This is an optimization exercise on Yosys and OpenROAD, whose aim is small area and a short achievable clock period, not a production implementation. The RTL was checked by simulation tests, not by an equivalence proof against the original design. No activity file was given, so power comes from the tool's default toggle rates.

// hb1dec
module hb1dec (
    input  wire        clk,
    input  wire        rst,         
    input  wire        in_valid,
    input  wire [31:0] in_data,
    output reg         out_valid,
    output reg  [31:0] out_data
);
export LEC_CHECK = 0
export CAP_MARGIN = 20
export CORE_MARGIN = 2
export CORE_UTILIZATION = 60
export SLEW_MARGIN = 60
export SYNTH_HIERARCHICAL = 1
export SYNTH_MINIMUM_KEEP_SIZE = 0
create_clock -name core_clock -period 18.0 [get_ports {clk}]
standard.sh (not shown) runs the stock make flow with config.mk's settings and CLKGATE_MAP_FILE= SYNTH_SCRIPT=/design/flow/synth_recipe.tcl, a recipe that flattens the netlist after the stock synthesis.
==> flow/flow/run.sh <==
#!/bin/bash
# The standard layout (the standard.sh), with the port buffers made of
# buf_2 cells instead of the cell buffer_ports picks by default, and clock
# tree synthesis without dummy loads.
set -euo pipefail
export BUFFER_PORTS_ARGS="-buffer_cell sky130_fd_sc_hd__buf_2"
export CTS_ARGS="-sink_clustering_enable -repair_clock_nets -sink_clustering_size 24 -sink_clustering_max_diameter 100 -dont_use_dummy_load"
bash standard.sh > standard.log 2>&1
Edit:
Settings changed: SLEW_MARGIN 60 to 85.
Result:
- setup slack got worse by 5.9 ns
- via count went up by about 2.2%
- wire length went up by 2.4%
- power went up by about 4%
- synthesized area does not change
- final area went up by 5.3%
- fmax went down by 56%
Edit:
Settings changed: SLEW_MARGIN 85 to 75.
Outcome:
- The changed run produced a clean layout
- power shrinks by 3.4%
- utilization shrinks by 2.8 points
- final area shrinks by about 4%
- fmax grows by about 130%
- worst setup slack improved by 5.9 ns
- global-route usage shrinks by 0.46 points
- register-to-register slack improved by 6.0 ns
Edit:
--- a/flow/flow/run.sh
+++ b/flow/flow/run.sh
@@ -7 +7 @@
-export CTS_ARGS="-sink_clustering_enable -repair_clock_nets -sink_clustering_size 24 -sink_clustering_max_diameter 100 -dont_use_dummy_load"
+export CTS_ARGS="-sink_clustering_enable -repair_clock_nets -sink_clustering_size 30 -sink_clustering_max_diameter 80 -dont_use_dummy_load"
Settings changed: CORE_UTILIZATION 60 to 65, SLEW_MARGIN 75 to 60.
=> The new run completed with no timing, DRC or antenna violations. Maximum frequency shrinks by 2.4%. Final area shrinks by 1.1%. Count of clock-buffer cells in the layout is unchanged. Die area shrinks by 7.6%. Setup slack got worse by 0.11 ns. Critical path depth grows by 9. Sequential share of layout area grows by 0.36 points. Global-route usage grows by 2.5 points. Register-to-register slack got worse by 0.19 ns. Via count hardly moves. Total power shrinks by 0.99%.
Edit:
--- a/flow/flow/run.sh
+++ b/flow/flow/run.sh
@@ -7 +7 @@
-export CTS_ARGS="-sink_clustering_enable -repair_clock_nets -sink_clustering_size 30 -sink_clustering_max_diameter 80 -dont_use_dummy_load"
+export CTS_ARGS="-sink_clustering_enable -repair_clock_nets -sink_clustering_size 24 -sink_clustering_max_diameter 100 -dont_use_dummy_load"
Settings changed: CAP_MARGIN 20 to 50, CORE_UTILIZATION 65 to 60.
=> Total power hardly moves; design area hardly moves; sequential cell count is unchanged; synthesized area is unchanged; worst hold slack is about the same; register-to-register slack improves by 0.095 ns; global-route usage falls by 2.7 points; wire length hardly moves; worst setup slack gets better by 0.095 ns; clock power came out higher by about 0.7%; sequential share of layout area went down by 0.13 points.

========
Setup of main:
hb1dec, a different RTL version from the one above (not shown whole).
Size in the first run: ~2300 cells after synthesis, roughly 68 I/O pins, roughly 37000 um2 of cells after synthesis.
==> flow/config.mk <==
export PLATFORM = sky130hd
export DESIGN_NAME = hb1dec
export DESIGN_NICKNAME = hb1dec
export VERILOG_FILES = /design/flow/design.v
export SDC_FILE = /design/flow/constraint.sdc
export NUM_CORES = 4
export LEC_CHECK = 0
export CAP_MARGIN = 20
export CORE_MARGIN = 2
export CORE_UTILIZATION = 60
export SLEW_MARGIN = 20
export SYNTH_HIERARCHICAL = 1
export SYNTH_MINIMUM_KEEP_SIZE = 0
==> flow/constraint.sdc <==
create_clock -name core_clock -period 18.0 [get_ports {clk}]
set_input_delay 3.6000 -clock core_clock [delete_from_list [all_inputs] [get_ports {clk}]]
set_output_delay 3.6000 -clock core_clock [all_outputs]
set_load 0.01 [all_outputs]
==> flow/flow/run.sh <==
#!/bin/bash
# The standard layout (the standard.sh), with the port buffers made of
# buf_2 cells instead of the cell buffer_ports picks by default, and clock
# tree synthesis without dummy loads.
set -euo pipefail
export BUFFER_PORTS_ARGS="-buffer_cell sky130_fd_sc_hd__buf_2"
export CTS_ARGS="-sink_clustering_enable -repair_clock_nets -sink_clustering_size 24 -sink_clustering_max_diameter 100 -dont_use_dummy_load"
bash standard.sh > standard.log 2>&1
Every stage of the flow completed for main, and the final layout passed the timing, DRC and antenna checks.
Changes in the feature branch relative to main:
Settings: SLEW_MARGIN: 20 -> 60.
Results
Going from main to the feature branch, met2 layer usage reported by global route grows by 0.97 points.
Diff main -> the feature branch: number of synthesized flops with an enable pin comparable; via count comparable.

========
Setup of rev 12:
hb1dec, a different RTL version from the one above (not shown whole).
Size: roughly 2300 cells after synthesis, about 36000 um^2 of cells after synthesis.
==> flow/config.mk <==
export PLATFORM = sky130hd
export DESIGN_NAME = hb1dec
export DESIGN_NICKNAME = hb1dec
export VERILOG_FILES = /design/flow/design.v
export SDC_FILE = /design/flow/constraint.sdc
export NUM_CORES = 4
export LEC_CHECK = 0
export CAP_MARGIN = 20
export CORE_MARGIN = 2
export CORE_UTILIZATION = 40
export CTS_CLUSTER_DIAMETER = 60
export CTS_CLUSTER_SIZE = 32
export SLEW_MARGIN = 20
export SYNTH_HIERARCHICAL = 1
export SYNTH_MINIMUM_KEEP_SIZE = 0
==> flow/constraint.sdc <==
create_clock -name core_clock -period 18.0 [get_ports {clk}]
set_input_delay 3.6000 -clock core_clock [delete_from_list [all_inputs] [get_ports {clk}]]
set_output_delay 3.6000 -clock core_clock [all_outputs]
set_load 0.01 [all_outputs]
==> flow/flow/run.sh <==
#!/bin/bash
# The standard layout (the standard.sh), with the port buffers made of
# buf_2 cells instead of the cell buffer_ports picks by default.
set -euo pipefail
export BUFFER_PORTS_ARGS="-buffer_cell sky130_fd_sc_hd__buf_2"
bash standard.sh > standard.log 2>&1
[inputs] rev 13 vs rev 12
- a deleted CTS_CLUSTER_DIAMETER that had been 60
- a deleted CTS_CLUSTER_SIZE that had been 32
==> flow/run.sh (new file) <==
#!/bin/bash
# synth_recipe.tcl (not shown) runs the flow's synth.tcl, then flattens the netlist and writes it again
# the make line also repeats each setting of config.mk as NAME=value (left out here)
make -C /OpenROAD-flow-scripts/flow DESIGN_CONFIG=/design/flow/config.mk WORK_HOME=/design/flow/orfs CLKGATE_MAP_FILE= SYNTH_SCRIPT=/design/flow/synth_recipe.tcl finish
removed: flow/flow/run.sh
removed: flow/standard.sh
Findings:
Looking at the reports, rev 13 completed the entire flow and the layout it produced met the timing, DRC and antenna checks. Rev 13 vs. rev 12: maximum frequency shows a reduction of 6.4%, non-clock buffer count shows an increase of 2, required time at the worst-slack endpoint shows a reduction of 4.12 ns, internal power summed over all cells shows an increase of 15%. Power deteriorates in rev 13 relative to rev 12. Rev 13 vs. rev 12: weighted congestion reported at the end of routability-driven placement went down by about 0.4%. Compared rev 13 vs rev 12, and share of the cycle needed by the critical path after routing is up in rev 13. Re clock buffer and inverter area fraction after layout: rev 12 was lower than rev 13.

-- static timing again, ports no longer ideal --
In the flow no input, the clock included, has a driving cell. The finished layouts below were timed again as built, in two steps. Step 1 assumes that a clkbuf_16 drives the clock port and a buf_2 every other input. Step 2 moves the port delays by t, midway between the first and last clock arrival at a register: inputs arrive t later, outputs are due t later. That takes back most of the time a late clock gives input paths. Three values: ideal ports, drivers, drivers and shift; two values: the first two.
| run | t (ns) | slack for setup (ns) | slew at the worst register clock pin (ns) | pins driven straight from the clock port |
|---|---|---|---|---|
| the first run of note 1 | 0.641 | 13.360 / 13.306 / 13.360 | 0.10 / 0.10 | 1 |
| the second run of note 1 | 0.645 | 7.454 / 7.454 / 7.454 | 0.10 / 0.10 | 1 |
| the third run of note 1 | 0.633 | 13.377 / 13.312 / 13.449 | 0.09 / 0.09 | 1 |
| the fourth run of note 1 | 0.629 | 13.265 / 13.263 / 13.265 | 0.11 / 0.11 | 1 |
| the fifth run of note 1 | 0.641 | 13.360 / 13.306 / 13.360 | 0.10 / 0.10 | 1 |
| main | 0.628 | 13.261 / 13.261 / 13.261 | 0.10 / 0.10 | 1 |
| the feature branch | 0.631 | 13.355 / 13.290 / 13.422 | 0.10 / 0.10 | 1 |
| rev 12 | 0.701 | 13.212 / 13.212 / 13.212 | 0.11 / 0.11 | 1 |
| rev 13 | 0.700 | 12.886 / 12.822 / 13.073 | 0.06 / 0.06 | 1 |
After both steps setup and hold are still met in every run listed.
